Source: an optimization exercise on an open RTL-to-GDS flow (aim: small area and few clock cycles). Production flows keep margins and buffers that such runs may drop.
Function was checked by simulation only, so behaviour that the tests miss may differ from the original.

==> flow/design.v <==
module tdc_div #(
    parameter K  = 4,
    parameter RW = 16,
    parameter QW = 36
) (
    input  wire [RW-1:0] r_in,
    input  wire [QW-1:0] q_in,
    input  wire [RW-1:0] d,
    output wire [RW-1:0] r_out,
    output wire [QW-1:0] q_out
);
    wire [RW-1:0] r [0:K];
    wire [QW-1:0] q [0:K];
    assign r[0] = r_in;
    assign q[0] = q_in;
    genvar i;
    generate
        for (i = 0; i < K; i = i + 1) begin : g_step
            wire [RW:0] sh  = {r[i], q[i][QW-1]};
            wire [RW:0] sub = sh - {1'b0, d};
            wire        fit = !sub[RW];
            assign r[i+1] = fit ? sub[RW-1:0] : sh[RW-1:0];
            assign q[i+1] = {q[i][QW-2:0], fit};
        end
    endgenerate
    assign r_out = r[K];
    assign q_out = q[K];
endmodule
module tdc_calc (
    input  wire        clk,
    input  wire        rst,           
    input  wire        cmd_valid,
    output wire        cmd_ready,
    input  wire [1:0]  cmd_op,        
    input  wire [23:0] cmd_s1,        
    input  wire [23:0] cmd_s2,        
    input  wire [31:0] cmd_r,         
    input  wire [20:0] cmd_k_start,   
    input  wire [20:0] cmd_k_stop,    
    output reg         cal_done,
    output reg         cal_pass,
    output wire [31:0] gain,
    output wire [15:0] offset,
    output wire [31:0] m1,
    output wire [31:0] m2,
    output reg         res_done,
    output wire [47:0] value,
    output wire [31:0] vmin,
    output wire [31:0] vmax,
    output wire        order_rev,
    output wire        below_res,
    output wire [15:0] shots,
    output wire [15:0] rev
);
    localparam OP_CAL = 2'd0, OP_START = 2'd1, OP_SHOT = 2'd2, OP_END = 2'd3;
    localparam K  = 4;                  
    localparam NC = 32 / K;             
    localparam NE = 36 / K;             
    localparam S_IDLE = 2'd0, S_CDIV = 2'd1, S_OFS = 2'd2, S_EDIV = 2'd3;
    reg [1:0] state;
    reg [3:0] step;
    assign cmd_ready = state == S_IDLE || (state == S_OFS && cmd_op == OP_START);
    wire accept = cmd_valid && cmd_ready;
    wire is_cal   = accept && cmd_op == OP_CAL;
    wire is_start = accept && cmd_op == OP_START;
    wire is_shot  = accept && cmd_op == OP_SHOT;
    wire is_end   = accept && cmd_op == OP_END;
    reg signed [26:0] dlt;
    reg signed [8:0]  offs;
    reg [11:0] m1q;
    reg [12:0] m2q;
    assign gain   = {1'b0, ~dlt[26], {3{dlt[26]}}, dlt};
    assign offset = {{7{offs[8]}}, offs};
    assign m1     = {20'd0, m1q};
    assign m2     = {19'd0, m2q};
    reg signed [56:0] sum;              
    reg        [15:0] cnt;              
    reg        [15:0] nrev;             
    reg signed [31:0] tmin, tmax;       
    wire ofs = state == S_OFS;
    wire signed [31:0] r   = ofs ? $signed({16'd0, nrev}) : $signed(cmd_r);
    wire signed [22:0] kt  = ofs ? 23'sd0 :
        $signed({{14{offs[8]}}, offs}) + $signed({{2{cmd_k_stop[20]}}, cmd_k_stop})
                                       - $signed({{2{cmd_k_start[20]}}, cmd_k_start});
    wire        rneg = r[31];
    wire [21:0] rc   = ofs ? 22'd0 : (rneg ? 22'h1FFFFF : 22'h200000);
    wire signed [31:0] g31 = {1'b0, gain[30:0]};
    wire signed [62:0] W = g31 * r + ($signed({{40{kt[22]}}, kt}) <<< 30) + $signed({41'd0, rc});
    wire signed [40:0] v = W[62:22];
    wire        vc  = v[7] & (!v[40] | (v[6:0] != 7'd0));
    wire signed [32:0] t33 = v[40:8] + {32'd0, vc};
    wire signed [31:0] t = (t33[32] != t33[31]) ? {t33[32], {31{!t33[32]}}} : t33[31:0];
    wire       ob       = W[33] & ((W[32:0] != 33'd0) | W[45]);
    wire [8:0] offs_new = ~W[42:34] + {8'd0, !ob};
    wire signed [24:0] dm = $signed({cmd_s2[23], cmd_s2}) - $signed({cmd_s1[23], cmd_s1});
    wire cal_ok = $signed(cmd_s1) >= 24'sd30720 && $signed(cmd_s1) <= 24'sd34816 &&
                  dm >= 25'sd31744 && dm <= 25'sd33792;
    reg  [15:0] dr;
    reg  [35:0] dq;
    wire [15:0] dr_n;
    wire [35:0] dq_n;
    tdc_div #(.K(K), .RW(16), .QW(36)) u_div (
        .r_in(dr), .q_in(dq), .d(cnt), .r_out(dr_n), .q_out(dq_n)
    );
    wire        sneg  = sum[56];
    wire [56:0] xsum  = (sum ^ {57{sneg}}) + {34'd0, cnt, 7'd0} + {56'd0, sneg};
    wire [32:0] mag   = dq[33:1];
    wire [33:0] sval  = ({1'b0, mag} ^ {34{sneg}}) + {33'd0, sneg};
    assign value     = {{14{sval[33]}}, sval};
    assign order_rev = sval[33];
    assign below_res = mag < 33'd32;
    assign vmin  = tmin;
    assign vmax  = tmax;
    assign shots = cnt;
    assign rev   = nrev;
    always @(posedge clk) begin
        cal_done <= 1'b0;
        res_done <= 1'b0;
        if (rst) begin
            state <= S_IDLE;
            dlt   <= 27'sd0;
            offs  <= 9'sd0;
            m1q   <= 12'd0;
            m2q   <= 13'd0;
        end else begin
            if (is_shot) begin
                sum  <= sum + {{16{v[40]}}, v};
                cnt  <= cnt + 16'd1;
                nrev <= nrev + {15'd0, v[40]};
                if (cnt == 16'd0 || t < tmin) tmin <= t;
                if (cnt == 16'd0 || t > tmax) tmax <= t;
            end
            if (is_start) begin
                sum  <= 57'sd0;
                cnt  <= 16'd0;
                nrev <= 16'd0;
                tmin <= 32'sd0;
                tmax <= 32'sd0;
            end
            case (state)
                S_IDLE: begin
                    if (is_cal) begin
                        cal_pass <= cal_ok;
                        if (cal_ok) begin
                            m1q   <= cmd_s1[15:4] + {11'd0, cmd_s1[3]};
                            m2q   <= cmd_s2[16:4] + {12'd0, cmd_s2[3]};
                            cnt   <= dm[15:0];
                            nrev  <= cmd_s1[15:0];
                            dr    <= 16'd16384;                 
                            dq    <= {16'd0, dm[15:0], 4'd0};
                            step  <= 4'd0;
                            state <= S_CDIV;
                        end else begin
                            cal_done <= 1'b1;
                        end
                    end
                    if (is_end) begin
                        dr   <= {2'b00, xsum[56:43]};
                        dq   <= xsum[42:7];
                        step <= 4'd0;
                        if (cnt == 16'd0) res_done <= 1'b1;
                        else              state    <= S_EDIV;
                    end
                end
                S_CDIV: begin
                    dr   <= dr_n;
                    dq   <= dq_n;
                    step <= step + 4'd1;
                    if (step == NC - 1) begin
                        dlt   <= dq_n[27:1];                    
                        state <= S_OFS;
                    end
                end
                S_OFS: begin
                    offs     <= offs_new;
                    cal_done <= 1'b1;
                    state    <= S_IDLE;
                end
                S_EDIV: begin
                    dr   <= dr_n;
                    dq   <= dq_n;
                    step <= step + 4'd1;
                    if (step == NE - 1) begin
                        res_done <= 1'b1;
                        state    <= S_IDLE;
                    end
                end
            endcase
        end
    end
endmodule
==> flow/run.sh <==
#!/bin/bash
# synth_recipe.tcl (not shown) runs the flow's synth.tcl, then flattens the netlist and writes it again
# the make line also repeats each setting of config.mk as NAME=value (left out here)
make -C /OpenROAD-flow-scripts/flow DESIGN_CONFIG=/design/flow/config.mk WORK_HOME=/design/flow/orfs CLKGATE_MAP_FILE= SYNTH_SCRIPT=/design/flow/synth_recipe.tcl finish
==> flow/config.mk <==
export PLATFORM = sky130hd
export DESIGN_NAME = tdc_calc
export DESIGN_NICKNAME = tdc_calc
export VERILOG_FILES = /design/flow/design.v
export SDC_FILE = /design/flow/constraint.sdc
export NUM_CORES = 4
export LEC_CHECK = 0
export CAP_MARGIN = 20
export CORE_MARGIN = 2
export CORE_UTILIZATION = 40
export SLEW_MARGIN = 20
==> flow/constraint.sdc <==
create_clock -name core_clock -period 30.0 [get_ports {clk}]
set_input_delay 6.0000 -clock core_clock [delete_from_list [all_inputs] [get_ports {clk}]]
set_output_delay 6.0000 -clock core_clock [all_outputs]
set_load 0.01 [all_outputs]
==> summary.txt <==
Placed design
  • # port buffers: 348
  • DPL Wire Length: 163000 um
  • Gpl congestion: 0.950

Setup path
  • Worst path top cell family by delay: adder cells
  • Worst R2R Path Depth: 50
  • Crit path buffers/inverters: 10
  • Crit path required time: 30.22 ns
  • Max FO, Critical Path: 32
  • R2r setup slk: 13.08 ns
  • CP peak stage delay: 0.74 ns
  • WS Path Type: in2reg
  • Arr. time, crit path: 21.33 ns
  • Slowest-stage cell, CP: and2_0
  • Critical path startpoint category: input port
  • R2r startpoint: state[0]
  • Cell with the most instances on the worst path: fa_1
  • CP Capture Type: flip-flop
  • Reg2reg end: tmin[28]

Global route
  • GR peak layer: met2
  • Largest net degree at the start of global routing: 74
  • Initial antenna violation count: 6
  • Global-route wire length before repair: 315000 um
  • Vias in the first global route: 52200
  • GRT Overall Usage: 25.7%
  • Grt total ovfl: 0
  • GR Util met2: 41.6%
  • Met3 Track Usage GR: 2.83%
  • M1 GR Usage: 35.8%

Run status
  • Outcome: finished clean

Clock network
  • Post_cts resized: 0
  • Number of buffers created by CTS: 35
  • Root Buffer: clkbuf_16
  • Max clock buf depth: 3
  • Clock sinks: 275
  • Post-CTS Setup Bufs: 0
  • Hold bufs inserted after CTS: 0
  • H-tree Lvls: 2
  • Skew-Pair Late Insertion Delay: 0.58 ns
  • Clock Pin Slew Worst Setup and Hold Paths: 0.07 ns
  • TritonCTS clock tree: yes

Logic synthesis
  • Synthesized area: 61900 um2
  • Fraction of the mapped netlist area in simple logic gates: 17.7%
  • Register area share after synthesis: 12.3%
  • Syn_area_per_cell: 8.58 um2
  • Netlist cell types: 96
  • Compound-Gate Fraction of Synth Area: 11.3%
  • Post-Synthesis Cells: 7213
  • EDFF count, synth: 210
  • Fraction of registers with async set/reset: 0%
  • YS warnings: 2
  • Most used DFF post-synth: edfxtp_1
  • Synth Area in Adders: 41.2%
  • Post-synthesis mux area share: 1.72%
  • Seq cells post-synth: 275
  • XOR/XNOR Fraction of Synth Area: 5.15%
  • Largest family of logic cells by synthesized area: adder cells

Cells and area
  • Final net count: 8934
  • Most common cell after layout, fill and taps aside: inv_1
  • P&R area growth vs syn: 10.5%
  • Layout cells sized above 1: 4.31%
  • Fill count: 15300
  • Most frequent cells in the layout: 1257 x inv_1, 934 x fa_1, 777 x nand2_1, 543 x ha_1, 439 x and2_1

Timing
  • Worst rel slew slack: 22.4%
  • WHS: 0.456 ns
  • Setup TNS: 0 ns
  • Unrepaired setup endpoints after global routing: false
  • Fmax: 47.4 MHz
  • Final hold vios: 0
  • Worst-Margin Slew: 1.15 ns
  • Worst Skew: 0.0318 ns
  • Final worst-path cycle share: 70.4%
  • Final setup fails: 0
  • Slew Viols, Final: 0
  • Min Tclk post-route: 21.11 ns

Drt
  • DR vias/cell: 5.43
  • Initial DRT Pass Iterations: 6
  • DRT Wirelength: 202000 um
  • Residual DRC: 0
  • Vias: 51000
  • Remaining antenna violation count after routing: 0
  • Initial drt markers: 4205
  • Detailed-route wire length per cell: 21.5 um

Floorplanning
  • Die width: 397 um
  • IO Count: 389
  • Die area: 158000 um2
  • Initial core utilization: 40.2%
  • Die H: 397 um
  • Core region area: 154000 um2
  • Rows: 144

Hold path
  • Worst hold path class: reg2reg
  • Endpoint, Worst Hold: dlt[14]
  • Hold path cells: 2
  • Min-delay src: dlt[14]

Run
  • Max Cap Viol: 0
-- logic make-up (layout without fill, tap and decap cells) --
| family | after synthesis | count (layout) |
|---|---|---|
| compound gates | 1088 | 1088 |
| xor+xnor | 362 | 362 |
| fa+ha+maj | 1479 | 1479 |
| buf+inv | 1667 | 1765 |
| flops | 275 | 275 |
| mux | 99 | 99 |
| other cells | 2 | 52 |
| simple gates | 2241 | 2241 |
-- worst max-delay path by stage --
stage,startpoint,to,slack [ns],cells after the start
4_1_cts,cmd_k_stop[1],tmin[8],9.06,53
2_1_floorplan,cmd_r[31],tmin[0],9.63,50
5_1_grt,cmd_k_stop[1],tmin[28],7.76,53
6_report,cmd_k_stop[1],tmin[28],8.89,53
3_5_place_dp,cmd_k_stop[1],tmin[8],8.51,53
3_3_place_gp,cmd_k_stop[1],tmax[8],8.45,54
-- sequential cells by signal (all words and copies together) (netlist names) --
name / cells
dr: 16
res_done: 1
cal_pass: 1
m1q: 12
cal_done: 1
m2q: 13
tmin: 32
dq: 36
cnt: 16
nrev: 16
offs: 9
tmax: 32
sum: 57
dlt: 27
state: 2
step: 4
-- final cells by class --
| class | instances | area (um2) | share of cell area (%) |
|---|---|---|---|
| Multi-Input combinational cell | 5316 | 48100 | 70.3 |
| Sequential cell | 275 | 7610 | 11.1 |
| Inverter | 1261 | 4730 | 6.92 |
| Timing Repair Buffer | 440 | 4190 | 6.12 |
| Tap cell | 2044 | 2560 | 3.74 |
| Clock buffer | 46 | 968 | 1.42 |
| Clock inverter | 18 | 245 | 0.358 |
| Antenna cell | 5 | 12.5 | 0.0183 |
-- routing by layer --
metal	up-vias	part of all wire [%]	wire length [um]
met5	-	0.0069	14
met3	311	6.0	12100
met1	25600	44	89200
met4	2	3.8	7600
met2	1684	46	93400
li1	23400	-	-
-- metrics by stage --
step           worst slack [ns]  instance area, um2  util (%)  cells
3_5_place_dp               8.51               67200      43.7   9336
4_1_cts                    9.06               68400      44.5   9400
5_1_grt                    7.76               68400      44.5   9401
6_report                   8.89               68400      44.5   9405
3_3_place_gp               8.45               67200      43.6   9335
2_1_floorplan              9.63               62100         -   7258
-- worst register-to-register path: cells and delay by family, from the launching register on --
family	cells	cell delay [ns]
AOI/OAI and AO/OA	19	4.07
and+or+nand+nor	9	3.13
adders and majority gates	12	5.64
DFF	1	0.36
buffers and inverters	9	2.37
muxes	1	0.98
-- cell usage after synthesis (all sizes together), types with 55 or more instances --
library cell	number	area share, %
nand3	154	1.2
nand2b	58	0.60
nor2b	55	0.56
edfxtp	210	10
dfxtp	65	2.1
xor2	124	1.8
buf	104	1.1
nor2	381	2.3
fa	934	30
a21oi	336	2.8
clkbuf	302	1.8
nand4	69	0.72
xnor2	238	3.4
nor3	96	0.78
o21ai	226	1.8
nand2	778	4.7
a21o	95	1.2
and2	442	4.5
inv	1260	7.6
mux2	58	1.1
ha	544	11
Testbench counts, summed over its fixed seeds: cycles 29,627.

==> what the ideal ports hide <==
No port has a modelled driver above. Below, the same layout with a new extraction and two added sets of constraints. Step 1 assumes that a clkbuf_16 drives the clock port and a buf_2 every other input. Step 2 also shifts input and output timing later by t, the mid clock arrival at the registers, as if the neighbouring blocks saw the same clock. Three values: no drivers, after step 1, after step 2; two values: the first two.
shift t [ns]: 0.637
slack for setup (ns): 8.889 / 8.932 / 8.295
cell pins on the clock port's net: 1
After both steps this run still meets setup and hold. For this run, drivers alone change the setup slack by +0.043 ns; drivers and shift together by -0.594 ns.
